From an optimization exercise on the open Yosys and OpenROAD flow, aimed at small area and a short achievable clock period; shortcuts taken in it are not production practice. At most, simulation tests tie the RTL to the original design; equivalence was not proved. Only the layout flow was run in run 1; the RTL was not checked for function there. Power is estimated from default activity; no workload was simulated.

==> flow/design.v (outline; a module is shown in full before it is edited, if it fits) <==
// module tile_fma: 1750 lines
module tile_fma (
    input  wire        clk,
    input  wire        rst,
    input  wire        in_valid,
    input  wire [31:0] in_a,
    input  wire [31:0] in_b,
    input  wire [31:0] in_c,
    output reg         out_valid,
    output reg  [31:0] out_r
);
  // ...
==> flow/flow/run.sh <==
#!/bin/bash
# Layout flow: the standard ORFS flow (standard.sh) with these changes
# to how the layout is made (the constraints and clock period are the standard flow's):
#  - after the standard synthesis, flow/fapol.py re-chooses the polarity of
#    each full adder (a full adder is self-dual) and of gates that have a
#    complementary twin, to drop most of the inverters that synthesis left
#    between the adders; registers and the logic function are unchanged;
#  - the resizer repairs setup towards a target tighter than the clock
#    period, so that it sizes and buffers the longest pipeline stages;
#  - the port buffers are buf_2 cells.
# Logs: synth.log and layout.log (standard.sh), fapol.log (the netlist
# pass); ORFS keeps each step's log under orfs/logs/.
set -euo pipefail
TARGET_NS=5.3
export SETUP_SLACK_MARGIN=$(awk -v p="$FLOW_PERIOD_NS" -v t="$TARGET_NS" 'BEGIN { printf "%.3f", p - t }')
export BUFFER_PORTS_ARGS="-buffer_cell sky130_fd_sc_hd__buf_2"
echo "SETUP_SLACK_MARGIN=$SETUP_SLACK_MARGIN BUFFER_PORTS_ARGS=$BUFFER_PORTS_ARGS" > flow_settings.log
bash standard.sh synth > synth.log 2>&1
RES=orfs/results/$FLOW_PLATFORM/tile_fma/base
LIB=$FLOW_HOME/platforms/$FLOW_PLATFORM/lib/sky130_fd_sc_hd__tt_025C_1v80.lib
cp $RES/1_2_yosys.v $RES/1_2_yosys.standard.v
python3 flow/fapol.py $LIB $RES/1_2_yosys.standard.v $RES/1_2_yosys.fapol.v > fapol.log 2>&1
cp $RES/1_2_yosys.fapol.v $RES/1_2_yosys.v
rm -f $RES/1_synth.odb $RES/1_synth.sdc
bash standard.sh > layout.log 2>&1
==> flow/flow/fapol.py <==
#!/usr/bin/env python3
"""Re-choose the polarity of the full adders in a Yosys netlist.

A full adder is self-dual: FA(~a, ~b, ~c) = (~sum, ~cout). Synthesis
leaves inverters between full adders wherever its gate netlist happened to
carry a signal inverted. This script strips every inverter, records each
net as a literal (root net, parity), picks for each full adder whether it
computes the true or the inverted sum and carry (greedily, to need the
fewest inverted roots), and writes the netlist back with one inverter per
root that some load needs inverted. The logic function and every register
are unchanged.

usage: fapol.py LIB IN.v OUT.v"""
import re, sys

AREA = {}

def lib_outputs(path):
    outs = {}
    cell = None
    pin = None
    for line in open(path):
        m = re.match(r'\s*cell\s*\(\s*"?([\w]+)"?\s*\)', line)
        if m:
            cell = m.group(1); outs[cell] = set(); pin = None; continue
        m = re.match(r'\s*area\s*:\s*([\d.]+)', line)
        if m and cell and pin is None:
            AREA[cell] = float(m.group(1)); continue
        m = re.match(r'\s*pin\s*\(\s*"?([\w]+)"?\s*\)', line)
        if m:
            pin = m.group(1); continue
        if cell and pin and re.match(r'\s*direction\s*:\s*"?output', line):
            outs[cell].add(pin)
    return outs

CELL_RE = re.compile(r'^  (sky130_fd_sc_hd__\w+) (\S+(?: )?) \(\n(.*?)\n  \);\n', re.S | re.M)
PIN_RE = re.compile(r'\.(\w+)\((.*?)\)(?:,)?\s*$', re.M)
INV_RE = re.compile(r'sky130_fd_sc_hd__(?:clk)?inv_\d+$')
# cells with a twin of the complementary output function and the same inputs
PAIRS = [("and2", "nand2"), ("and3", "nand3"), ("and4", "nand4"), ("or2", "nor2"),
         ("or3", "nor3"), ("or4", "nor4"), ("xor2", "xnor2"), ("a21o", "a21oi"),
         ("o21a", "o21ai"), ("a22o", "a22oi"), ("o22a", "o22ai"), ("a211o", "a211oi"),
         ("o211a", "o211ai"), ("a31o", "a31oi"), ("o31a", "o31ai"), ("a32o", "a32oi"),
         ("mux2", "mux2i"), ("buf", "inv")]
TWIN = {}
for p, n in PAIRS:
    for d in ("0", "1", "2", "4"):
        TWIN[f"sky130_fd_sc_hd__{p}_{d}"] = f"sky130_fd_sc_hd__{n}_{d}"
        TWIN[f"sky130_fd_sc_hd__{n}_{d}"] = f"sky130_fd_sc_hd__{p}_{d}"
FA_RE = re.compile(r'sky130_fd_sc_hd__fa_\d+$')

def main(lib, src, dst):
    outs = lib_outputs(lib)
    text = open(src).read()
    cells = []
    for m in CELL_RE.finditer(text):
        pins = [(p, n) for p, n in PIN_RE.findall(m.group(3))]
        cells.append({"type": m.group(1), "name": m.group(2), "pins": pins,
                      "span": m.span()})
    first = cells[0]["span"][0]
    last = cells[-1]["span"][1]
    head, tail = text[:first], text[last:]
    assert "assign" not in tail and "assign" not in head, "assign statements not handled"
    # port names
    ports_out = set()
    for m in re.finditer(r'^\s*output\s+(?:\[(\d+):(\d+)\]\s+)?(\w+);', head, re.M):
        if m.group(1):
            for i in range(int(m.group(2)), int(m.group(1)) + 1):
                ports_out.add(f"{m.group(3)}[{i}]")
        else:
            ports_out.add(m.group(3))
    driver = {}
    for i, c in enumerate(cells):
        for p, n in c["pins"]:
            if p in outs[c["type"]]:
                driver[n.strip()] = (i, p)
    is_inv = [bool(INV_RE.match(c["type"])) for c in cells]
    # inverters driving an output port stay as they are
    keep_inv = [is_inv[i] and any(p == "Y" and n.strip() in ports_out for p, n in c["pins"])
                for i, c in enumerate(cells)]
    memo = {}
    def root(net):
        net = net.strip()
        if net in memo:
            return memo[net]
        d = driver.get(net)
        if d is not None and is_inv[d[0]] and not keep_inv[d[0]]:
            a = dict(cells[d[0]]["pins"])["A"]
            r, p = root(a)
            res = (r, p ^ 1)
        else:
            res = (net, 0)
        memo[net] = res
        return res
    # loads: (cell index, pin index, root, parity)
    loads = []
    for i, c in enumerate(cells):
        if is_inv[i] and not keep_inv[i]:
            continue
        for k, (p, n) in enumerate(c["pins"]):
            if p in outs[c["type"]]:
                continue
            n = n.strip()
            if re.match(r"^\d+'[hb]", n):
                loads.append((i, k, n, 0))
                continue
            r, par = root(n)
            loads.append((i, k, r, par))
    is_fa = [bool(FA_RE.match(c["type"])) for c in cells]
    INV_AREA = AREA["sky130_fd_sc_hd__inv_1"]
    # flippable drivers: full adders (inputs and outputs) and gates with a
    # complementary twin (output only)
    twin = {}
    for i, c in enumerate(cells):
        t = TWIN.get(c["type"])
        if t and t in AREA and not is_inv[i] and len(outs[c["type"]]) == 1:
            twin[i] = t
    prod = {}
    for i, c in enumerate(cells):
        if is_fa[i] or i in twin:
            for p, n in c["pins"]:
                if p in outs[c["type"]]:
                    prod[n.strip()] = i
    flip = [0] * len(cells)
    by_root = {}
    for li, (i, k, r, par) in enumerate(loads):
        by_root.setdefault(r, []).append(li)
    fa_in = {i: [] for i in range(len(cells)) if is_fa[i]}
    for li, (i, k, r, par) in enumerate(loads):
        if is_fa[i]:
            fa_in[i].append(r)
    const = lambda r: bool(re.match(r"^\d+'[hb]", r))
    def need(li):
        i, k, r, par = loads[li]
        if const(r):
            return 0
        return par ^ (flip[i] if is_fa[i] else 0) ^ (flip[prod[r]] if r in prod else 0)
    def cost(r):
        if const(r):
            return 0
        return INV_AREA if any(need(li) for li in by_root.get(r, [])) else 0
    def gate_delta(i):
        return (AREA[twin[i]] - AREA[cells[i]["type"]]) if (i in twin and flip[i]) else 0.0
    def touched(i):
        rs = set(fa_in[i]) if is_fa[i] else set()
        for p, n in cells[i]["pins"]:
            if p in outs[cells[i]["type"]]:
                rs.add(n.strip())
        return rs
    movers = [i for i in range(len(cells)) if is_fa[i] or i in twin]
    tset = {i: touched(i) for i in movers}
    def total():
        return sum(cost(r) for r in by_root) + sum(gate_delta(i) for i in movers)
    before = total()
    changed = True
    passes = 0
    while changed and passes < 100:
        changed = False
        passes += 1
        for i in movers:
            rs = tset[i]
            c0 = sum(cost(r) for r in rs) + gate_delta(i)
            flip[i] ^= 1
            c1 = sum(cost(r) for r in rs) + gate_delta(i)
            if c1 < c0 - 1e-9:
                changed = True
            else:
                flip[i] ^= 1
    # simulated annealing on top of the greedy result
    import random, math
    rng = random.Random(1)
    cur = total()
    best = cur
    best_flip = flip[:]
    T0, T1, steps = 3.0, 0.05, 2000000
    for step in range(steps):
        T = T0 * (T1 / T0) ** (step / steps)
        i = movers[rng.randrange(len(movers))]
        rs = tset[i]
        c0 = sum(cost(r) for r in rs) + gate_delta(i)
        flip[i] ^= 1
        c1 = sum(cost(r) for r in rs) + gate_delta(i)
        d = c1 - c0
        if d <= 0 or rng.random() < math.exp(-d / T):
            cur += d
            if cur < best - 1e-9:
                best = cur
                best_flip = flip[:]
        else:
            flip[i] ^= 1
    flip[:] = best_flip
    after = total()
    n_inv = sum(1 for i in range(len(cells)) if is_inv[i] and not keep_inv[i])
    for i in twin:
        if flip[i]:
            c = cells[i]
            ot = c["type"]
            c["type"] = twin[i]
            op = next(iter(outs[ot]))
            np_ = next(iter(outs[twin[i]]))
            c["pins"] = [(np_ if p == op else p, n) for p, n in c["pins"]]
    # materialise
    invnet = {}
    newcells = []
    def inv_of(r):
        if r not in invnet:
            k = len(invnet)
            invnet[r] = f"_fapol_{k}_"
            rn = r if r.startswith("\\") is False else r + " "
            newcells.append(f"  sky130_fd_sc_hd__inv_1 _fapol_inv_{k}_ (\n    .A({rn}),\n    .Y(_fapol_{k}_)\n  );\n")
        return invnet[r]
    conn = {}
    for li, (i, k, r, par) in enumerate(loads):
        if re.match(r"^\d+'[hb]", r):
            conn[(i, k)] = r
            continue
        rn = r + " " if r.startswith("\\") else r
        conn[(i, k)] = inv_of(r) if need(li) else rn
    body = []
    for i, c in enumerate(cells):
        if is_inv[i] and not keep_inv[i]:
            continue
        pins = []
        for k, (p, n) in enumerate(c["pins"]):
            pins.append(f"    .{p}({conn.get((i, k), n)})")
        body.append(f"  {c['type']} {c['name']} (\n" + ",\n".join(pins) + "\n  );\n")
    decl = "".join(f"  wire {n};\n" for n in invnet.values())
    # wire declarations go after the last existing declaration in head
    out = head + decl + "".join(body) + "".join(newcells) + tail
    open(dst, "w").write(out)
    print(f"fapol: {sum(is_fa)} full adders, {sum(flip[i] for i in range(len(cells)) if is_fa[i])} flipped, "
          f"{sum(flip[i] for i in twin)} gates swapped for their twins, {passes} passes; "
          f"inverters {n_inv} -> {len(invnet)}; area change {after - before:+.1f} um2 "
          f"(not counting the {n_inv} inverters removed)")

if __name__ == "__main__":
    main(*sys.argv[1:4])

==> flow/standard.sh <==
#!/bin/bash
# synth_recipe.tcl (not shown) runs the flow's synth.tcl, then flattens the netlist and writes it again
# the make line also repeats each setting of config.mk as NAME=value (left out here)
make -C /OpenROAD-flow-scripts/flow DESIGN_CONFIG=/design/flow/config.mk WORK_HOME=/design/flow/orfs CLKGATE_MAP_FILE= SYNTH_SCRIPT=/design/flow/synth_recipe.tcl "${@:-finish}"
==> flow/config.mk <==
export PLATFORM = sky130hd
export DESIGN_NAME = tile_fma
export DESIGN_NICKNAME = tile_fma
export VERILOG_FILES = /design/flow/design.v
export SDC_FILE = /design/flow/constraint.sdc
export NUM_CORES = 4
export LEC_CHECK = 0
export CAP_MARGIN = 20
export CORE_MARGIN = 2
export CORE_UTILIZATION = 40
export SLEW_MARGIN = 20
==> flow/constraint.sdc <==
create_clock -name core_clock -period 21.0 [get_ports {clk}]
set_input_delay 4.2000 -clock core_clock [delete_from_list [all_inputs] [get_ports {clk}]]
set_output_delay 4.2000 -clock core_clock [all_outputs]
set_load 0.01 [all_outputs]
==> notes.md, run 1 <==
area of the multi-input gates=26,600 sq um; Sum Neg Setup Slack=0 ps; Die Ht=306 um; Comb power frac=between 60% and 70%; vias in the first global route=29,900; sequential cell count=slightly above 400; mapped cell area=approximately 37,000 sq um; sw power=between 3 and 4 mW; max incr delay on CP=310 ps; Sequential cell area=just over 8000 sq um; first-pass GRT wire length=roughly 180,000 um; core box area=approximately 90,000 sq um; Comb power=slightly above 5 mW; htree depth=2; routability congestion estimate from global placement=a little under 1; slew margin rel.=35.2%; Slowest cell on crit path=dfxtp_1; critical path capture point type=output port; Setup WS post-layout=roughly 16,000 ps; Reg-to-Reg Start=s0_fb[14]; Crit. Startpoint=out_r[1]; Clock Tree Buf Depth=3; clock buffers=57; met3 usage in global routing=roughly 4.7%; Min Clock Period, post-route=approximately 5300 ps; Routed Antenna Nets=0; worst slack, placed=15,160 ps; hold buffer count at cts=0; Hold Vio Cnt, Final=0; status=timing/DRC/antenna clean
==> run 2: changes to the inputs <==
--- a/flow/design.v
+++ b/flow/design.v
@@ -50,21 +50,21 @@
     wire is_nan  = a_nan || b_nan || c_nan || (a_inf && b_zero) ||
                    (b_inf && a_zero) || (p_inf && c_inf && eff_sub);
     wire is_inf  = p_inf || c_inf;
     wire is_zero = p_zero && c_zero;
     wire sp_sign = p_inf ? sp : c_inf ? sc : (sp & sc);
     wire [23:0] ma = {1'b1, s0_fa};
     wire [23:0] mb = {1'b1, s0_fb};
     wire [23:0] mc = c_zero ? 24'd0 : {1'b1, s0_c[22:0]};
-    wire signed [10:0] eab98 = $signed({2'd0, s0_eab}) - 11'sd98;
-    wire signed [10:0] d     = eab98 - $signed({3'd0, ec});
-    wire        c_scale = !c_zero && (p_zero || d[10]);
-    wire        d_big   = !d[10] && (d[9:7] != 3'd0);
-    wire signed [10:0] e_top = c_scale ? $signed({3'd0, ec}) : eab98;
+    wire signed [9:0] eab98 = $signed({1'b0, s0_eab}) - 10'sd98;
+    wire signed [9:0] d     = eab98 - $signed({2'd0, ec});
+    wire        c_scale = !c_zero && (p_zero || d[9]);
+    wire        d_big   = !d[9] && (d[8:7] != 2'd0);
+    wire signed [9:0] e_top = c_scale ? $signed({2'd0, ec}) : eab98;
     wire [75:0] c_sh = {mc, 52'd0} >> d[6:0];
     wire [75:0] c_al = c_scale ? {mc, 52'd0} : (d_big ? 76'd0 : c_sh);
     reg c_lo;
     integer k;
     always @(*) begin
         c_lo = 1'b0;
         for (k = 0; k < 24; k = k + 1)
             if (d[6:0] >= 7'd53 + k[6:0]) c_lo = c_lo | mc[k];
@@ -1311,17 +1311,17 @@
     assign r2[77] = 1'b0;
     assign r1[77] = oc[77];
     assign r2[78] = 1'b0;
     assign r2[0] = 1'b0;
     reg        s1_valid;
     reg [77:0] s1_r1;
     reg [49:2] s1_r2;
     reg        s1_sub, s1_sc;
-    reg signed [10:0] s1_e;
+    reg signed [9:0]  s1_e;
     reg        s1_nan, s1_inf, s1_zero, s1_ssign;
     always @(posedge clk) begin
         if (rst) s1_valid <= 1'b0;
         else     s1_valid <= s0_valid;
         s1_r1    <= r1;
         s1_r2    <= r2[49:2];
         s1_sub   <= eff_sub;
         s1_sc    <= sc;
@@ -1630,17 +1630,17 @@
     assign gP = {bkp107, bkp145, bkp88, bkp144, bkp106, bkp143, bkp79, bkp142, bkp105, bkp141, bkp87, bkp140, bkp104, bkp139, bkp74, bkp138, bkp103, bkp137, bkp86, bkp136, bkp102, bkp135, bkp78, bkp134, bkp101, bkp133, bkp85, bkp132, bkp100, bkp131, bkp75, bkp130, bkp99, bkp129, bkp84, bkp128, bkp98, bkp127, bkp77, bkp126, bkp97, bkp125, bkp83, bkp124, bkp96, bkp123, bkp72, bkp122, bkp95, bkp121, bkp82, bkp120, bkp94, bkp119, bkp76, bkp118, bkp93, bkp117, bkp81, bkp116, bkp92, bkp115, bkp68, bkp114, bkp91, bkp113, bkp80, bkp112, bkp90, bkp111, bkp59, bkp110, bkp89, bkp109, bkp40, bkp108, bkp1, hp[0]};
     wire [77:0] t0 = hp ^ {gG[76:0], 1'b0};                
     wire [77:0] t1 = hp ^ {gG[76:0] | gP[76:0], 1'b1};     
     wire        neg = s1_sub & ~t0[77];
     wire [76:0] mag = !s1_sub ? t0[76:0] : (neg ? t1[76:0] : ~t0[76:0]);
     reg        s2_valid;
     reg [76:0] s2_mag;
     reg        s2_sign;
-    reg signed [10:0] s2_e;
+    reg signed [9:0]  s2_e;
     reg        s2_nan, s2_inf, s2_zero, s2_ssign;
     always @(posedge clk) begin
         if (rst) s2_valid <= 1'b0;
         else     s2_valid <= s1_valid;
         s2_mag   <= mag;
         s2_sign  <= s1_sc ^ neg;
         s2_e     <= s1_e;
         s2_nan   <= s1_nan;
@@ -1694,41 +1694,39 @@
     wire [25:0] n0f = lz[0] ? {n1[24:0], 1'd0} : n1;
     wire [24:0] n0 = n0f[25:1];
     wire        st0 = n0f[0];
     reg        s3_valid;
     reg [24:0] s3_m;
     reg        s3_st;
     reg        s3_mzero;
     reg        s3_sign;
-    reg signed [10:0] s3_e;
-    reg [6:0]  s3_lz;
+    reg signed [9:0]  s3_e;
     reg        s3_nan, s3_inf, s3_zero, s3_ssign;
     always @(posedge clk) begin
         if (rst) s3_valid <= 1'b0;
         else     s3_valid <= s2_valid;
         s3_m     <= n0;
         s3_st    <= st5 | st4 | st3 | st2 | st1 | st0;
         s3_mzero <= mag_zero;
         s3_sign  <= s2_sign;
-        s3_e     <= s2_e;
-        s3_lz    <= lz;
+        s3_e     <= s2_e - $signed({3'd0, lz});
         s3_nan   <= s2_nan;
         s3_inf   <= s2_inf;
         s3_zero  <= s2_zero;
         s3_ssign <= s2_ssign;
     end
     wire [23:0] m_trunc  = s3_m[24:1];
     wire        guard    = s3_m[0];
     wire        round_up = guard && (s3_st || m_trunc[0]);
     wire [24:0] m_round  = {1'b0, m_trunc} + {24'd0, round_up};
-    wire signed [10:0] e_norm = s3_e - $signed({4'd0, s3_lz});
+    wire signed [9:0] e_norm = s3_e;
     wire        carry  = m_round[24];
-    wire        e_ovf  = carry ? (e_norm >= 11'sd254) : (e_norm >= 11'sd255);
-    wire        e_unf  = carry ? (e_norm <= -11'sd1)  : (e_norm <= 11'sd0);
+    wire        e_ovf  = carry ? (e_norm >= 10'sd254) : (e_norm >= 10'sd255);
+    wire        e_unf  = carry ? (e_norm <= -10'sd1)  : (e_norm <= 10'sd0);
     wire [7:0]  e_fld  = e_norm[7:0] + {7'd0, carry};
     reg [31:0] result;
     always @(*) begin
         if (s3_nan)
             result = QNAN;
         else if (s3_inf)
             result = {s3_ssign, 8'hFF, 23'd0};
         else if (s3_zero)
==> flow/config.mk (replaced) <==
export PLATFORM = sky130hd
export DESIGN_NAME = tile_fma
export DESIGN_NICKNAME = tile_fma
export VERILOG_FILES = /design/flow/design.v
export SDC_FILE = /design/flow/constraint.sdc
export NUM_CORES = 4
export LEC_CHECK = 0
export CAP_MARGIN = 20
export CORE_MARGIN = 2
export CORE_UTILIZATION = 60
export CTS_CLUSTER_DIAMETER = 150
export CTS_CLUSTER_SIZE = 30
export SLEW_MARGIN = 20
==> notes.md, run 2 <==
Initial Util=about three fifths; Sum Neg Setup Slack=0 ps (unchanged); Clk pwr share=slightly above 6%; floorplan row count=about 90; largest register by flop count=s1_r1; Slowest cell on crit path=fa_2; Pleak=around 16 nW; fraction of layout cells with a size suffix above 1=approximately 9%; Buf/Inv on CP=6; number of CTS-inserted buffers=17; Net Count, Synth=between 4,000 and 5,000; Min Clock Period, post-route=5280 ps (-0.600 ps); Port Buffer Count=between 100 and 150; DRT Pass-1 Iters=9; mapped cell area=36,000 sq um (-1.5%); Mapped Cells=~3,800; Flop pwr share=between 20% and 30%; Area Growth Syn to Fin=6.26%; global-route usage over all layers=between 30% and 40%; Comb power frac=71.1% (+3.1 points); Worst VDD drop=0.000159 V; clock latency on the worst-skew pair=590 ps; sw power=3.34 mW (-9.1%); n_diodes=0; sw frac=50.9%; DRT iter0 DRCs=around 2,900; skew final=~40 ps; initial antenna violation count=1; max-cap viol count=0; status=timing/DRC/antenna clean; FMAX=between 150 and 200 MHz; hold buffer count at cts=0 (unchanged); routed vias/inst=around 6.4; RSZ-0062 raised after global routing=yes; Slew Limit Fails=0; CP cell instances=buf_8 > inv_1 > clkinvlp_4 > buf_4 > and2_4 > ha_1 > inv_1 > fa_1 > fa_1 > fa_1 > fa_1 > fa_2 > fa_1 > fa_1 > inv_1; CTS tree=yes; slew margin rel.=23.7% (-12 points); worst-margin pin slew=between 1000 and 1500 ps; # setup viols final=0; Critical Path RT=21,470 ps; cell internal pwr=roughly 3.2 mW; Most Frequent Cell on Critical Path=fa_1; Final HPWL DP=84,000 um; power per cell area=roughly 170 nW/um^2; Crit Path Max Fanout=9; chip width=between 200 and 250 um; fin crit share=between 20% and 30%; Top Registers=s1_r1 x78, s2_mag x77, s1_r2 x47; largest net degree at the start of global routing=52; clock slew at reported path FFs=between 100 and 150 ps; htree depth=1 (-1); syn avg cell area=9.50 sq um; max reg flops=78; Routed Antenna Nets=0 (unchanged); startpoint types=register; Syn. warnings=1; worst hold-check path type=reg2reg; Clock Tree Buf Depth=3 (unchanged); clk sinks=404; core box area=59,100 sq um (-35%); Post-route DRC=0; final core occ=approximately two thirds; # IOs=roughly 130; critical path capture point type=register; final net count=between 4,000 and 5,000; Die Ht=249 um (-19%); max incr delay on CP=600 ps (+290 ps); Routed Wire Length=about 110,000 um; via count=between 20,000 and 30,000; most frequent cells in the layout=592 x nand2_1, 553 x fa_1, 401 x dfxtp_1, 251 x inv_1, 197 x nor2_1; clock root buffer=clkbuf_16; Die ar.=~62,000 sq um; routability congestion estimate from global placement=0.992 (+3.2%); WL/cell=roughly 25 um; Worst Path Class, Setup=reg2reg; CP Data Arrival Time=5750 ps; most common cell after layout, fill and taps aside=nand2_1; first-pass GRT wire length=175,000 um (-2.6%); delay-heaviest family, CP=adder cells; vias in the first global route=30,700 (+2.6%); Hold Vio Cnt, Final=0 (unchanged); gr ovfl total=0
-- run 2: cell count changes in the layout (fill, tap and decap cells not counted), sizes merged, moves of 13 or more --
| cell | before | now |
|---|---|---|
| xor2 | 61 | 94 |
| a22oi | 35 | 17 |
| inv | 276 | 253 |
| nand2 | 561 | 598 |
| nor2 | 244 | 199 |
| xnor2 | 151 | 124 |
| clkinv | 16 | 3 |
| clkbuf | 57 | 20 |
| nand3 | 66 | 50 |
| o22ai | 16 | 36 |
-- run 2: area by class of cell --
cell class	count	area, sq um
Timing Repair inverter	1	5.00
Timing Repair Buffer	217	1390
Clock inverter	4	31.3
Sequential cell	404	8090
Clock buffer	18	429
Tap cell	773	967
Fill cell	4794	20900
Inverter	256	978
Multi-Input combinational cell	2931	26300
-- run 2: power by group through the flow --
stage / logic (mW) / clock network, mW / registers [mW]
2_1_floorplan: 3.34 / 0 / 1.37
3_3_place_gp: 4.46 / 0 / 1.49
3_5_place_dp: 4.62 / 0 / 1.50
4_1_cts: 4.65 / 0.413 / 1.48
5_1_grt: 5.22 / 0.435 / 1.52
6_report: 4.67 / 0.403 / 1.49
-- run 2: worst register-to-register path: stages (launching register included) --
cell	delay, ps
dfxtp_1	340
buf_8	140
inv_1	110
clkinvlp_4	240
buf_4	220
and2_4	130
ha_1	270
inv_1	50
fa_1	480
fa_1	520
fa_1	540
fa_1	450
fa_2	600
fa_1	480
fa_1	560
inv_1	40
-- run 2: through the flow --
stage	total power, mW	hold slack, ps	setup slack (ps)	cell area (sq um)	instances
after floorplan	4.70	310	15460	36000	3788
after global placement	5.96	313	15190	37400	4564
after detailed placement	6.12	314	15210	37400	4565
after CTS	6.54	331	15710	38000	4593
after global routing	7.17	333	15630	38200	4604
final	6.56	335	15720	38200	4604
-- run 2: worst paths after layout --
kind | endpoint | cells past startpoint | from | slack (ps)
setup / recovery | s1_r1[21] | 15 | s0_fb[16] | 15720
hold reg to reg | s3_sign | 0 | s2_sign | 330
hold / removal | s3_sign | 0 | s2_sign | 330
setup reg to reg | s1_r1[21] | 15 | s0_fb[16] | 15720
-- run 2: routing by layer --
| layer | wire, um | GRT usage [%] | vias to the layer above |
|---|---|---|---|
| met5 | 13 | 0.154 | - |
| met4 | 5350 | 14.8 | 2 |
| met3 | 12600 | 8.74 | 401 |
| met2 | 51200 | 57.2 | 1778 |
| met1 | 44500 | 49.6 | 14600 |
| li1 | - | - | 12700 |
-- run 2: what timing repair did --
item / in CTS / in global routing
cloned: 1 / 1
pin swaps: 0 / 11
setup buffers: 5 / 10
setup endpoints to repair: 70 / 89
gates resized for setup: 9 / 44
==> run 3: changes to the inputs <==
--- a/flow/config.mk
+++ b/flow/config.mk
@@ -9,5 +9,3 @@
 export CORE_MARGIN = 2
 export CORE_UTILIZATION = 60
-export CTS_CLUSTER_DIAMETER = 150
-export CTS_CLUSTER_SIZE = 30
 export SLEW_MARGIN = 20
==> notes.md, run 3 <==
Pleak=16.6 nW (+3.3%); Routed Wire Length=115,000 um (+0.95%); final net count=4,623 (+0.52%); Post-route DRC=0 (unchanged); Port Buffer Count=131 (unchanged); Mapped Cells=3,788 (unchanged); Die Ht=249 um (unchanged); WHS Endpoint=s2_e[3]; DRT iter0 DRCs=2,824 (-1.2%); most frequent cells in the layout=592 x nand2_1, 553 x fa_1, 401 x dfxtp_1, 252 x inv_1, 197 x nor2_1; core box area=59,100 sq um (unchanged); Initial Util=60.9% (unchanged); Hold Vio Cnt, Final=0 (unchanged); worst slack, placed=15,210 ps (unchanged); hold buffer count at cts=0 (unchanged); r2r endpoint=s1_r1[22]; Reg2Reg Depth=14 (-1); power per cell area=179 nW/um^2 (+4.1%); syn avg cell area=9.50 sq um (unchanged); clock slew at reported path FFs=60 ps (-60 ps); routability congestion estimate from global placement=0.992 (unchanged); largest net degree at the start of global routing=52 (unchanged); Crit Path Max Fanout=1 (-8); CP cell instances=buf_2; largest register by flop count=s1_r1; # IOs=132 (unchanged); Net Count, Synth=4,559 (unchanged); startpoint types=register; vias in the first global route=31,100 (+1.5%); Syn. warnings=1 (unchanged); n_diodes=0 (unchanged); Area Growth Syn to Fin=9.18%; floorplan row count=89 (unchanged); WL/cell=24.6 um (-0.26%); Worst Path Class, Setup=reg2out; Final HPWL DP=84,000 um (unchanged); FMAX=190 MHz (+0.24%); Reg-to-Reg Start=s0_fb[16]; Buf/Inv on CP=1 (-5); global-route usage over all layers=37.3% (+0.56 points); min-delay src=s1_e[3]; clk sinks=404 (unchanged); max incr delay on CP=340 ps (-260 ps); skew final=27.2 ps (-13.2 ps); DRT Pass-1 Iters=7 (-2); critical path capture point type=output port; final core occ=66.5% (+1.8 points); Sum Neg Setup Slack=0 ps (unchanged); Setup WS post-layout=15,730 ps (+12.7 ps); most common cell after layout, fill and taps aside=nand2_1; first-pass GRT wire length=178,000 um (+1.4%); Hold WS=322 ps (-13.2 ps); clock latency on the worst-skew pair=610 ps (+20 ps); Top Registers=s1_r1 x78, s2_mag x77, s1_r2 x47; # setup viols final=0 (unchanged); max reg flops=78 (unchanged); CTS tree=yes; slew margin rel.=22.7% (-0.95 points); Die ar.=62,000 sq um (unchanged); htree depth=2 (+1); RSZ-0062 raised after global routing=yes; via count=29,600 (+0.39%); Routed Antenna Nets=0 (unchanged); Slew Limit Fails=0 (unchanged); chip width=249 um (unchanged); Min Clock Period, post-route=5270 ps (-12.7 ps); Worst VDD drop=0.000159 V (unchanged); worst hold-check path type=reg2reg; worst-margin pin slew=1160 ps (+14.2 ps); gr ovfl total=0 (unchanged); max-cap viol count=0 (unchanged); Critical Path RT=16,800 ps (-4670 ps); Clock Tree Buf Depth=3 (unchanged); number of CTS-inserted buffers=46 (+29); clock root buffer=clkbuf_16; fraction of layout cells with a size suffix above 1=10.3% (+1.1 points); Cells on Worst Hold Path=0 (unchanged); status=timing/DRC/antenna clean; initial antenna violation count=2 (+1); fin crit share=25.1% (-0.060 points); CP Data Arrival Time=1070 ps (-4680 ps); delay-heaviest family, CP=flip-flops; mapped cell area=36,000 sq um (unchanged); Worst R2R Setup Slack=15,760 ps (+40 ps); routed vias/inst=6.34 (-0.82%); Slowest cell on crit path=dfxtp_1
==> run 3: power breakdown <==
| group | switching (mW) | internal [mW] |
|---|---|---|
| combinational | 2.77 | 1.92 |
| clock | 0.340 | 0.500 |
| sequential | 0.337 | 1.16 |
==> run 3: worst max path at each step <==
stage | depth (start not counted) | end | startpoint | slack, ps
finish | 1 | out_r[9] | out_r[9] | 15730
global route | 19 | s3_e[8] | s2_mag[30] | 15550
CTS | 11 | s1_r1[24] | s0_fb[14] | 15700
detailed placement | 10 | s0_eab[8] | in_a[23] | 15210
global placement | 10 | s0_eab[8] | in_a[23] | 15190
floorplan | 9 | s0_eab[8] | in_a[23] | 15460
==> run 3: routing by layer <==
| layer | up-vias | wire length [um] | global-route usage [%] |
|---|---|---|---|
| met3 | 443 | 12700 | 9.66 |
| met5 | - | 26 | 0.154 |
| met4 | 4 | 5580 | 15.6 |
| met2 | 1764 | 51700 | 58.2 |
| li1 | 12700 | - | - |
| met1 | 14600 | 44800 | 49.5 |
==> run 3: per-stage QoR <==
step	area [sq um]	instances	power (mW)
6_report	39300	4660	7.02
5_1_grt	39300	4660	7.63
4_1_cts	39100	4654	7.00
3_5_place_dp	37400	4565	6.12
3_3_place_gp	37400	4564	5.96
2_1_floorplan	36000	3788	4.70
==> run 3: layout make-up <==
class,count,area (sq um)
Clock buffer,63,1350
Clock inverter,20,250
Fill cell,4655,19800
Inverter,256,975
Multi-Input combinational cell,2930,26300
Sequential cell,404,8090
Tap cell,773,967
Timing Repair Buffer,213,1340
Timing Repair inverter,1,5.00
==> run 3: what timing repair did <==
item                                    in CTS  in global routing
endpoints found under the setup margin      71                 82
pin swaps                                    0                 13
setup buffers                                5                  6
cloned                                       1                  0
gates resized for setup                      9                 34
==> run 4: changes to the inputs <==
--- a/flow/flow/run.sh
+++ b/flow/flow/run.sh
@@ -12,5 +12,5 @@
 # pass); ORFS keeps each step's log under orfs/logs/.
 set -euo pipefail
-TARGET_NS=5.3
+TARGET_NS=5.2
 export SETUP_SLACK_MARGIN=$(awk -v p="$FLOW_PERIOD_NS" -v t="$TARGET_NS" 'BEGIN { printf "%.3f", p - t }')
 export BUFFER_PORTS_ARGS="-buffer_cell sky130_fd_sc_hd__buf_2"
--- a/flow/config.mk
+++ b/flow/config.mk
@@ -9,3 +9,5 @@
 export CORE_MARGIN = 2
 export CORE_UTILIZATION = 60
+export CTS_CLUSTER_DIAMETER = 130
+export CTS_CLUSTER_SIZE = 26
 export SLEW_MARGIN = 20
==> notes.md, run 4 <==
fraction of layout cells with a size suffix above 1=9.95% (-0.35 points); slew margin rel.=34.6% (+12 points); global-route usage over all layers=36.8% (-0.46 points); vias in the first global route=30,700 (-1.3%); Worst R2R Setup Slack=15,850 ps (+90 ps); Die Ht=249 um (unchanged); status=timing/DRC/antenna clean; Routed Antenna Nets=0 (unchanged); Port Buffer Count=131 (unchanged); delay-heaviest family, CP=flip-flops; clk sinks=404 (unchanged); Pleak=16.2 nW (-2.1%); Post-route DRC=0 (unchanged); Worst VDD drop=0.000139 V (-12%); syn avg cell area=9.50 sq um (unchanged); chip width=249 um (unchanged); clock slew at reported path FFs=100 ps (+40 ps); core box area=59,100 sq um (unchanged); max incr delay on CP=320 ps (-20 ps); Crit. Startpoint=out_r[29]; Hold Vio Cnt, Final=0 (unchanged); gr ovfl total=0 (unchanged); mapped cell area=36,000 sq um (unchanged); Clock Tree Buf Depth=3 (unchanged); initial antenna violation count=1 (-1); Die ar.=62,000 sq um (unchanged); Syn. warnings=1 (unchanged); Critical Path RT=16,800 ps (about the same); most frequent cells in the layout=590 x nand2_1, 554 x fa_1, 389 x dfxtp_1, 251 x inv_1, 196 x nor2_1; Worst Path Class, Setup=reg2out; Final HPWL DP=84,000 um (unchanged); Cells on Worst Hold Path=0 (unchanged); most common cell after layout, fill and taps aside=nand2_1; Reg-to-Reg Start=s0_fb[16]; first-pass GRT wire length=176,000 um (-0.91%); largest net degree at the start of global routing=52 (unchanged); n_diodes=0 (unchanged); r2r endpoint=s1_r1[21]; RSZ-0062 raised after global routing=yes; startpoint types=register; worst hold-check path type=reg2reg; CTS tree=yes; Slowest cell on crit path=dfxtp_1; critical path capture point type=output port; final net count=4,608 (-0.32%); Slew Limit Fails=0 (unchanged); htree depth=1 (-1); routed vias/inst=6.39 (+0.68%); largest register by flop count=s1_r1; Finished Layout Cells=4,614 (-0.99%); min-delay src=s1_e[3]; Top Registers=s1_r1 x78, s2_mag x77, s1_r2 x47; Min Clock Period, post-route=5240 ps (-25.7 ps); FMAX=191 MHz (+0.49%); WL/cell=24.9 um (+1.1%); worst-margin pin slew=977 ps (-180 ps); number of CTS-inserted buffers=20 (-57%); clock latency on the worst-skew pair=600 ps (about the same); DRT Pass-1 Iters=8 (+1); Routed Wire Length=115,000 um (+0.14%); placed insts=4,565 (unchanged); Sum Neg Setup Slack=0 ps (unchanged); via count=29,500 (-0.31%); Buf/Inv on CP=1 (unchanged); CP Data Arrival Time=1040 ps (-30 ps); Net Count, Synth=4,559 (unchanged); Area Growth Syn to Fin=7.56%; Mapped Cells=3,788 (unchanged); max reg flops=78 (unchanged); max-cap viol count=0 (unchanged); floorplan row count=89 (unchanged); CP cell instances=buf_2; Layout fillers=4,707 (+1.1%); # setup viols final=0 (unchanged); Initial Util=60.9% (unchanged); fin crit share=25.0% (-0.12 points); skew final=29.5 ps (+2.26 ps); # IOs=132 (unchanged); DRT iter0 DRCs=2,949 (+4.4%); WHS Endpoint=s2_e[3]; power per cell area=172 nW/um^2 (-3.9%); Crit Path Max Fanout=1 (unchanged); routability congestion estimate from global placement=0.992 (unchanged); clock root buffer=clkbuf_16; Reg2Reg Depth=14 (unchanged)
## run 4: routing by layer
metal | global-route usage (%) | share of wire (%) | wire (um) | up-vias
li1 | - | - | - | 12700
met1 | 49.8 | 39 | 45300 | 14700
met2 | 57.8 | 45 | 51900 | 1769
met3 | 8.55 | 11 | 12600 | 383
met4 | 14.2 | 4.4 | 5070 | 2
met5 | 0.154 | 0.050 | 57 | -
## run 4: report_power, final
group	internal, mW	switching, mW
clock network	0.178	0.262
logic	1.94	2.77
registers	1.16	0.337
total	3.28	3.37
## run 4: worst max path at each step
stage | endpoint | slack, ps | depth (start not counted)
floorplan | s0_eab[8] | 15460 | 9
global placement | s0_eab[8] | 15190 | 10
detailed placement | s0_eab[8] | 15210 | 10
CTS | out_r[8] | 15720 | 1
global route | out_r[20] | 15710 | 1
finish | out_r[29] | 15760 | 1
## run 4: area by class of cell
type                            instances  area (sq um)  share of cell area (%)
Sequential cell                       404          8120                    21.0
Tap cell                              773           967                    2.50
Timing Repair Buffer                  223          1690                    4.37
Clock buffer                           20           500                    1.29
Inverter                              256           978                    2.53
Timing Repair inverter                  1          5.00                  0.0129
Multi-Input combinational cell       2931         26400                    68.1
Clock inverter                          6          80.1                   0.207
## run 4: per-stage QoR
stage	utilization [%]	hold slack, ps	power, mW	area, sq um	setup slack, ps
3_5_place_dp	63.3	314	6.12	37400	15210
2_1_floorplan	-	310	4.70	36000	15460
5_1_grt	65.5	331	7.24	38700	15710
3_3_place_gp	63.3	313	5.96	37400	15190
6_report	65.5	328	6.65	38700	15760
4_1_cts	64.7	328	6.59	38200	15720
## run 4: timing repair
action	4_1_cts	5_1_grt
hold buffers	0	0
pin swaps	1	18
cloned	1	3
resized for setup	34	91
endpoints found under the setup margin	111	152
setup buffers	10	9
==> run 5: changes to the inputs <==
--- a/flow/config.mk
+++ b/flow/config.mk
@@ -8,6 +8,6 @@
 export CAP_MARGIN = 20
 export CORE_MARGIN = 2
-export CORE_UTILIZATION = 60
-export CTS_CLUSTER_DIAMETER = 130
-export CTS_CLUSTER_SIZE = 26
+export CORE_UTILIZATION = 70
+export CTS_CLUSTER_DIAMETER = 120
+export CTS_CLUSTER_SIZE = 22
 export SLEW_MARGIN = 20
==> notes.md, run 5 <==
status=stopped before the end; Failed at=global routing (5_1_grt); stop err=[ERROR GRT-0232] Routing congestion too high. Check the congestion heatmap in the GUI.; Clock Tree Buf Depth=3 (unchanged); Port Buffer Count=131 (unchanged); chip width=231 um (-7.3%); Die Ht=231 um (-7.3%); htree depth=1 (unchanged); worst slack, placed=15,160 ps (-59.2 ps); Mapped Cells=3,788 (unchanged); Final HPWL DP=87,200 um (+3.9%); Net Count, Synth=4,559 (unchanged); routability congestion estimate from global placement=1.01 (+2.3%); syn avg cell area=9.50 sq um (unchanged); worst_ep grt=s1_r1[24]$_DFF_P_/D; Syn. warnings=1 (unchanged); worst ep type=register data pin; mapped cell area=36,000 sq um (unchanged); number of CTS-inserted buffers=22 (+10%); largest net degree at the start of global routing=between 50 and 60; floorplan row count=83 (-6.7%); # IOs=132 (unchanged); Initial Util=70.4% (+9.6 points); hold buffer count at cts=0 (unchanged); clock root buffer=clkbuf_16
[run 5: per-stage QoR]
step           cells  instance area (sq um)  hold slack (ps)
2_1_floorplan   3788                  36000              310
3_3_place_gp    4465                  37300              313
3_5_place_dp    4465                  37300              313
4_1_cts         4499                  38300              333
[run 5: worst min path at each step]
stage | start | to | slack, ps
4_1_cts | s1_inf | s2_inf | 330
3_3_place_gp | s1_ssign | s2_ssign | 310
3_5_place_dp | s1_inf | s2_inf | 310
2_1_floorplan | s1_e[0] | s2_e[0] | 310
[run 5: power by group through the flow]
stage / registers (mW) / logic, mW / clock network, mW
after floorplan: 1.37 / 3.34 / 0
after detailed placement: 1.49 / 4.70 / 0
after global placement: 1.48 / 4.38 / 0
after CTS: 1.48 / 4.82 / 0.488
[run 5: what timing repair did]
action / CTS
setup buffers: 6
hold endpoints to repair: 0
setup endpoints to repair: 124
pin swaps: 10
gates cloned: 0
gates resized for setup: 78
==> run 6: changes to the inputs <==
--- a/flow/flow/run.sh
+++ b/flow/flow/run.sh
@@ -12,5 +12,5 @@
 # pass); ORFS keeps each step's log under orfs/logs/.
 set -euo pipefail
-TARGET_NS=5.2
+TARGET_NS=5.25
 export SETUP_SLACK_MARGIN=$(awk -v p="$FLOW_PERIOD_NS" -v t="$TARGET_NS" 'BEGIN { printf "%.3f", p - t }')
 export BUFFER_PORTS_ARGS="-buffer_cell sky130_fd_sc_hd__buf_2"
--- a/flow/config.mk
+++ b/flow/config.mk
@@ -8,5 +8,5 @@
 export CAP_MARGIN = 20
 export CORE_MARGIN = 2
-export CORE_UTILIZATION = 70
+export CORE_UTILIZATION = 60
 export CTS_CLUSTER_DIAMETER = 120
 export CTS_CLUSTER_SIZE = 22
==> notes.md, run 6 <==
status=timing/DRC/antenna clean; r2r endpoint=s1_r1[21]; Comb power frac=70.6%; Hold Vio Cnt, Final=0; Power, Total=approximately 6.6 mW; sw power=approximately 3.4 mW; hold buffer count at cts=0 (unchanged); most frequent cells in the layout=591 x nand2_1, 554 x fa_1, 393 x dfxtp_1, 251 x inv_1, 197 x nor2_1; worst hold-check path type=reg2reg; Crit Path Max Fanout=1; max-cap viol count=0; floorplan row count=89 (+7.2%); FMAX=about 190 MHz; clock root buffer=clkbuf_16; CP cell instances=buf_2; placed instance area=37,400 sq um (+0.44%); Net Count, Synth=4,559 (unchanged); Final Instance Area=38,500 sq um; global-route usage over all layers=a little under two fifths; Clk pwr share=approximately 7%; Mapped Cells=3,788 (unchanged); via count=about 29,000; Slowest cell on crit path=dfxtp_2; Die ar.=roughly 62,000 sq um; gr ovfl total=0; clk sinks=404; Critical Path RT=about 17,000 ps; syn avg cell area=9.50 sq um (unchanged); cell internal pwr=between 3 and 4 mW; startpoint types=register; core box area=just under 60,000 sq um; final core occ=65.1%; clock slew at reported path FFs=approximately 80 ps; RSZ-0062 raised after global routing=yes; Initial Util=60.9% (-9.6 points); number of CTS-inserted buffers=22 (unchanged); worst-margin pin slew=between 1000 and 1500 ps; # IOs=132 (unchanged); Worst VDD drop=0.000159 V; fin crit share=between 20% and 30%; sw frac=between 50 and 60%; delay-heaviest family, CP=flip-flops; Syn. warnings=1 (unchanged); largest net degree at the start of global routing=52; Layout fillers=4,762; most common cell after layout, fill and taps aside=nand2_1; Area Growth Syn to Fin=6.88%; routability congestion estimate from global placement=0.992 (-2.2%); Pleak=16.1 nW; skew final=about 19 ps; Post-route DRC=0; htree depth=1 (unchanged); n_diodes=0; Worst Path Class, Setup=reg2out; DRT Pass-1 Iters=6; Top Registers=s1_r1 x78, s2_mag x77, s1_r2 x47; initial antenna violation count=2; Sum Neg Setup Slack=0 ps; critical path capture point type=output port; area of the multi-input gates=26,300 sq um; chip width=249 um (+7.9%); Routed Wire Length=114,000 um; CTS tree=yes; max incr delay on CP=roughly 320 ps; Reg-to-Reg Start=s0_fb[16]; Sequential cell area=~8100 sq um; slew margin rel.=32.7%; Reg2Reg Depth=14; Buf/Inv on CP=1; Slew Limit Fails=0; WL/cell=~25 um; fraction of layout cells with a size suffix above 1=around a tenth; Worst R2R Setup Slack=about 16,000 ps; Flop pwr share=approximately 23%; clock latency on the worst-skew pair=around 600 ps; Clock Tree Buf Depth=3 (unchanged); Port Buffer Count=131 (unchanged); WHS Endpoint=s3_ssign; Die Ht=249 um (+7.9%); mapped cell area=36,000 sq um (unchanged); largest register by flop count=s1_r1; Routed Antenna Nets=0; Final HPWL DP=84,000 um (-3.7%); final net count=4,602; # setup viols final=0; DRT iter0 DRCs=2,868; min-delay src=s2_ssign; routed vias/inst=~6.4; vias in the first global route=about 31,000; first-pass GRT wire length=176,000 um; CP Data Arrival Time=slightly above 1000 ps; Min Clock Period, post-route=~5200 ps; max reg flops=around 80; Cells on Worst Hold Path=0; power per cell area=roughly 170 nW/um^2
run 6: metrics by stage:
stage | worst slack [ps] | instances | hold WS [ps]
finish | 15770 | 4608 | 333
global placement | 15190 | 4564 | 313
detailed placement | 15210 | 4565 | 314
CTS | 15750 | 4600 | 333
floorplan | 15460 | 3788 | 310
global route | 15730 | 4608 | 343
run 6: how the worst max path moves through the flow:
stage,to,cells past startpoint,start
CTS,out_valid,1,out_valid
floorplan,s0_eab[8],9,in_a[23]
detailed placement,s0_eab[8],10,in_a[23]
global placement,s0_eab[8],10,in_a[23]
global route,s1_r1[24],13,s0_fb[16]
finish,out_r[29],1,out_r[29]
run 6: power by group through the flow:
stage          Sequential, mW  Combinational (mW)  Clock (mW)
4_1_cts                  1.48                4.65       0.471
5_1_grt                  1.52                5.22       0.494
2_1_floorplan            1.37                3.34           0
6_report                 1.49                4.69       0.461
3_3_place_gp             1.49                4.46           0
3_5_place_dp             1.50                4.62           0
run 6: final cells by class:
cell class	count	share of cell area (%)
inverter	256	2.54
clock buffer	25	1.54
timing repair buffer	215	3.78
sequential	404	21.1
clock inverter	3	0.0455
multi-input combinational	2931	68.5
tap	773	2.51
timing repair inverter	1	0.0130
run 6: per-layer routing:
metal  vias up  part of all wire, %  global-route usage (%)
met2      1737                   45                    57.7
li1      12600                    -                       -
met3       410                   11                    8.30
met5         -                0.011                       0
met4         2                  4.5                    14.1
met1     14600                   40                    50.1
run 6: timing repair:
item                       4_1_cts  5_1_grt
gates cloned                     1        1
resized for setup               21       62
pin swaps                        2       14
buffers inserted                 6        7
setup endpoints to repair       79      108

## static timing again, ports no longer ideal
How much do the figures lean on ideal ports? The routed layouts below were timed once more, with nothing changed but the port constraints.
Step 1, drivers: a clkbuf_16 drives clk and a buf_2 each remaining input, both assumed.
Step 2, shift: input delay + t, output delay - t, t = (earliest + latest rising clock arrival at the registers) / 2. This alone moves slack from input paths to output paths.
Slacks: ideal / step 1 / step 2; pairs: ideal / step 1.
run	t (ns)	slack for setup (ns)	pins driven straight from the clock port
run 1	0.698	15.721 / 15.656 / 15.166	1
run 2	0.638	15.722 / 15.709 / 15.208	1
run 3	0.661	15.734 / 15.666 / 15.179	1
run 4	0.655	15.760 / 15.694 / 15.216	1
run 6	0.649	15.767 / 15.704 / 15.200	1
After both steps setup and hold are still met in every run listed. The setup slack of run 6, which loses most, moves by -0.063 ns with the drivers and by -0.567 ns with both steps.
